From an optimization exercise on the open Yosys and OpenROAD flow, aimed at small area, a short achievable clock period and few clock cycles per item; shortcuts taken in it are not production practice. The RTL was checked by simulation tests, not by an equivalence proof against the original design. No activity file was given, so power comes from the tool's default toggle rates.

## the previous run
==> flow/design.v <==
module cc_group_enc (
    input  wire        clk,
    input  wire        rst,
    input  wire        in_valid,
    output wire        in_ready,
    input  wire [15:0] in_res,
    input  wire        in_last,
    output wire        out_valid,
    input  wire        out_ready,
    output reg  [31:0] out_data,
    output reg  [5:0]  out_len,
    output reg         out_last
);
    localparam integer NR = 16;    
    localparam integer GQ = 4;     
    function automatic lt8(input [7:0] a, input [7:0] b);
        reg br;
        integer t;
        begin
            br = 1'b0;
            for (t = 0; t < 8; t = t + 1)
                br = (~a[t] & b[t]) | (~a[t] & br) | (b[t] & br);
            lt8 = br;
        end
    endfunction
    function automatic [7:0] add8s(input [7:0] a, input [4:0] b);
        reg c;
        integer t;
        begin
            c = 1'b0;
            for (t = 0; t < 8; t = t + 1) begin
                if (t < 5) begin
                    add8s[t] = a[t] ^ b[t] ^ c;
                    c = (a[t] & b[t]) | (c & (a[t] ^ b[t]));
                end else begin
                    add8s[t] = a[t] ^ c;
                    c = a[t] & c;
                end
            end
            add8s = add8s | {c, c, c, c, 3'd0, c};    
        end
    endfunction
    function automatic [4:0] addk(input [3:0] q, input [3:0] c);
        reg cy;
        integer t;
        begin
            cy = 1'b0;
            for (t = 0; t < 4; t = t + 1) begin
                addk[t] = q[t] ^ c[t] ^ cy;
                cy = (q[t] & c[t]) | (cy & (q[t] ^ c[t]));
            end
            addk[4] = cy;
        end
    endfunction
    function automatic [7:0] c15n(input [3:0] m);
        case (m)
            4'd0: c15n = 8'd15;
            4'd1: c15n = 8'd30;
            4'd2: c15n = 8'd45;
            4'd3: c15n = 8'd60;
            4'd4: c15n = 8'd75;
            4'd5: c15n = 8'd90;
            4'd6: c15n = 8'd105;
            4'd7: c15n = 8'd120;
            4'd8: c15n = 8'd135;
            4'd9: c15n = 8'd150;
            4'd10: c15n = 8'd165;
            4'd11: c15n = 8'd180;
            4'd12: c15n = 8'd195;
            4'd13: c15n = 8'd210;
            4'd14: c15n = 8'd225;
            4'd15: c15n = 8'd240;
        endcase
    endfunction
    reg        rdy_q;
    reg        iv;             
    wire       acc = in_valid & rdy_q;    
    wire       w;              
    reg [15:0] ires;
    reg        ilast;
    assign in_ready = rdy_q;
    always @(posedge clk) begin
        if (acc) begin
            ires  <= in_res;
            ilast <= in_last;
        end
        iv <= ~rst & (acc | (iv & ~w));
    end
    wire [15:0] u = ires[15] ? ~{ires[14:0], 1'b0} : {ires[14:0], 1'b0};
    reg [15:0] ring [0:NR-1];
    reg [3:0]  wr;             
    reg [3:0]  rd;             
    reg [4:0]  occ;            
    reg [7:0]  cost [0:14];
    reg [3:0]  gm;             
    reg        gfirst;         
    reg        fin;            
    wire [19:0] uext = {4'd0, u};
    reg  [4:0]  len_k [0:14];
    integer k;
    always @(*) begin
        for (k = 0; k < 15; k = k + 1) begin
            len_k[k] = addk(uext[k +: 4], k) | {5{(uext >> (k + 4)) != 20'd0}};
        end
    end
    always @(posedge clk) begin
        if (rst) begin
            gfirst <= 1'b1;
            fin    <= 1'b0;
        end else begin
            fin <= w & ilast;
            if (w) gfirst <= ilast;
        end
        for (k = 0; k < 15; k = k + 1)
            cost[k] <= add8s(gfirst ? 8'd0 : cost[k], w ? len_k[k] : 5'd0);
        gm <= (gfirst ? 4'hF : gm) + {3'd0, w};
        if (w) ring[wr] <= u;
    end
    reg [7:0] cc  [0:15];
    reg [7:0] lv1c [0:7];
    reg [3:0] lv1k [0:7];
    reg [7:0] lv2c [0:3];
    reg [3:0] lv2k [0:3];
    reg [7:0] lv3c [0:1];
    reg [3:0] lv3k [0:1];
    reg [3:0] kbest;
    integer gg;
    always @(*) begin
        for (gg = 0; gg < 15; gg = gg + 1) cc[gg] = cost[gg];
        cc[15] = c15n(gm);    
        for (gg = 0; gg < 8; gg = gg + 1) begin
            if (lt8(cc[2*gg+1], cc[2*gg])) begin lv1c[gg] = cc[2*gg+1]; lv1k[gg] = 2*gg+1; end
            else                           begin lv1c[gg] = cc[2*gg];   lv1k[gg] = 2*gg;   end
        end
        for (gg = 0; gg < 4; gg = gg + 1) begin
            if (lt8(lv1c[2*gg+1], lv1c[2*gg])) begin lv2c[gg] = lv1c[2*gg+1]; lv2k[gg] = lv1k[2*gg+1]; end
            else                               begin lv2c[gg] = lv1c[2*gg];   lv2k[gg] = lv1k[2*gg];   end
        end
        for (gg = 0; gg < 2; gg = gg + 1) begin
            if (lt8(lv2c[2*gg+1], lv2c[2*gg])) begin lv3c[gg] = lv2c[2*gg+1]; lv3k[gg] = lv2k[2*gg+1]; end
            else                               begin lv3c[gg] = lv2c[2*gg];   lv3k[gg] = lv2k[2*gg];   end
        end
        kbest = lt8(lv3c[1], lv3c[0]) ? lv3k[1] : lv3k[0];
    end
    reg [3:0] qk [0:3];
    reg [3:0] qn [0:3];
    reg [2:0] qh;              
    reg [2:0] qt;              
    wire [2:0] gq = qt - qh;   
    reg [1:0]  pc;             
    reg [15:0] pu;             
    reg [15:0] pb;             
    wire       pv = (pc != 2'd0);
    reg        ov;
    reg [3:0]  idx;            
    reg        first;          
    assign out_valid = ov;
    wire [3:0]  kh  = qk[qh[1:0]];
    wire [3:0]  nh  = qn[qh[1:0]];
    wire        k15 = (kh == 4'd15);
    wire [31:0] sr  = {pu, 16'd0} >> kh;            
    wire [15:0] hi  = sr[31:16];
    wire        esc = ~k15 & (|hi[15:4]);
    wire [3:0]  nq  = esc ? 4'd15 : k15 ? 4'd0 : hi[3:0];
    wire        zb  = esc | (k15 & hi[0]);
    wire [15:0] lf  = esc ? pu : sr[15:0];
    wire [47:0] rv  = {16'hFFFF, zb, lf, 15'd0};
    wire [31:0] rc  = rv[47:0] >> nq;
    wire [4:0]  qk1 = {1'b0, nq} + {1'b0, kh} + 5'd1;    
    wire        honly = first & esc;
    wire [31:0] beat = first ? {kh, rc[31:4]} : rc;
    wire [5:0]  blen = honly ? 6'd4 : esc ? 6'd32 : {1'b0, qk1} + (first ? 6'd4 : 6'd0);
    wire can    = pv & (gq != 3'd0);                
    wire send_a = can & ~honly;                     
    wire last_a = send_a & (idx == nh);             
    wire ld     = (occ != 5'd0) & (pc != 2'd2);
    assign w = iv & ((occ != NR) | ld);
    wire [15:0] rdat = ring[rd];
    wire adv   = ~ov | out_ready;
    wire emit  = adv & can;
    wire take  = adv & send_a;
    wire glast = adv & last_a;
    always @(posedge clk) begin
        if (emit) begin
            out_data <= beat;
            out_len  <= blen;
            out_last <= last_a;
        end
        if (take | (pc == 2'd0))
            pu <= (pc == 2'd2) ? pb : rdat;
        if (~take & (pc == 2'd1))
            pb <= rdat;
    end
    wire       ivk  = iv & ~w;                      
    wire [4:0] occ1 = occ + {4'd0, w} - {4'd0, ld};   
    wire [1:0] pc1s = pc + {1'b0, ld} - 2'd1;       
    wire [1:0] pc1k = pc + {1'b0, ld};              
    wire       rm1s = (occ1 != NR) | ((occ1 != 5'd0) & (pc1s != 2'd2));
    wire       rm1k = (occ1 != NR) | ((occ1 != 5'd0) & (pc1k != 2'd2));
    wire       rm1  = (adv & send_a) ? rm1s : rm1k;   
    wire       s_ok = acc ? rm1 : (~ivk | rm1);
    wire [3:0] gc   = {1'b0, gq} + {3'd0, fin} + {3'd0, iv & ilast};
    wire       g_a  = (gc + 4'd1 <= GQ);
    wire       g_b  = (gc + 4'd2 <= GQ);
    wire       tl   = acc & in_last;
    wire       rdy_n = s_ok & (tl ? g_b : g_a);     
    always @(posedge clk) begin
        if (rst) begin
            rdy_q <= 1'b1;
            wr    <= 4'd0;
            rd    <= 4'd0;
            occ   <= 5'd0;
            qh    <= 3'd0;
            qt    <= 3'd0;
            pc    <= 2'd0;
            ov    <= 1'b0;
            idx   <= 4'd0;
            first <= 1'b1;
        end else begin
            rdy_q <= rdy_n;
            if (w)  wr <= wr + 4'd1;
            if (ld) rd <= rd + 4'd1;
            pc <= pc + {1'b0, ld} - {1'b0, take};
            occ <= occ + {4'd0, w} - {4'd0, ld};
            if (fin) qt <= qt + 3'd1;
            if (glast) qh <= qh + 3'd1;
            if (adv) ov <= can;
            if (emit) first <= ~honly & last_a;
            if (take) idx <= last_a ? 4'd0 : idx + 4'd1;
        end
        if (fin) begin
            qk[qt[1:0]] <= kbest;
            qn[qt[1:0]] <= gm;
        end
    end
endmodule
==> flow/config.mk <==
export PLATFORM = sky130hd
export DESIGN_NAME = cc_group_enc
export DESIGN_NICKNAME = cc_group_enc
export VERILOG_FILES = /design/flow/design.v
export SDC_FILE = /design/flow/constraint.sdc
export NUM_CORES = 4
export LEC_CHECK = 0
export CAP_MARGIN = 5
export CORE_MARGIN = 2
export CORE_UTILIZATION = 40
export SLEW_MARGIN = 5
==> flow/constraint.sdc <==
create_clock -name core_clock -period 32.0 [get_ports {clk}]
set_input_delay 6.4000 -clock core_clock [delete_from_list [all_inputs] [get_ports {clk}]]
set_output_delay 6.4000 -clock core_clock [all_outputs]
set_load 0.01 [all_outputs]
standard.sh (not shown) runs the stock make flow with config.mk's settings and CLKGATE_MAP_FILE= SYNTH_SCRIPT=/design/flow/synth_recipe.tcl, a recipe that flattens the netlist after the stock synthesis.
==> flow/flow/run.sh <==
#!/bin/bash
# Layout flow: the standard ORFS steps, with the port buffers sized for
# speed, setup repair aimed below the clock period by SETUP_SLACK_MARGIN,
# and a clock tree built from larger sink clusters without dummy loads.
# Each step's full output goes to a log of its own in this folder.
set -e
export BUFFER_PORTS_ARGS="-buffer_cell sky130_fd_sc_hd__buf_4"
export SETUP_SLACK_MARGIN=24.5
export CTS_ARGS="-sink_clustering_enable -repair_clock_nets -dont_use_dummy_load -sink_clustering_size 24 -sink_clustering_max_diameter 110"
for step in synth floorplan place cts route finish; do
    bash standard.sh $step > $step.log 2>&1
done
Testbench counts of the previous run, summed over its fixed seeds: cycles 48,146, items 3,200.
What the current run does differently from the previous run at the input level:
Settings: a change of SLEW_MARGIN from 5 to 20; a change of CAP_MARGIN from 5 to 20.
## What came out
The previous run → the current run: total leakage power has remained practically unchanged, maximum frequency stayed essentially flat. [compare] base=the previous run new=the current run: final critical-path share of the clock period comparable, first-pass GRT wire length barely changed, HPWL after detailed placement now sits at about the same level. The current run vs the previous run, origin of the worst setup path: out_data[11] vs out_len[1]. Comparing the current run with the previous run, the clock transition time at the flip-flop clock pins of the worst setup and hold paths came out essentially unchanged. Compared with the previous run, in the current run post-route met1 wirelength now sits at about the same level, core utilization now sits at about the same level. | routed wire length | the previous run vs the current run | ≈ equal |.

[afterwards: timing with drivers on the ports]
No port has a modelled driver above. Below, the same layouts with a new extraction and two added sets of constraints. Step 1 (the two cells are an assumption about what drives the block):
set clk [get_ports {clk}]
set_driving_cell -lib_cell sky130_fd_sc_hd__clkbuf_16 $clk
set_driving_cell -lib_cell sky130_fd_sc_hd__buf_2 [delete_from_list [all_inputs] $clk]
Step 2 moves the port delays by t, midway between the first and last clock arrival at a register: inputs arrive t later, outputs are due t later. That takes back most of the time a late clock gives input paths. a / b / c = no drivers / after step 1 / after step 2; a / b = the first two.
| run | shift t [ns] | slack for setup (ns) | cell pins on the clock port's net |
|---|---|---|---|
| the previous run | 0.642 | 24.440 / 24.386 / 24.036 | 1 |
| the current run | 0.641 | 24.438 / 24.384 / 24.034 | 1 |
After both steps setup and hold are still met in every run listed.
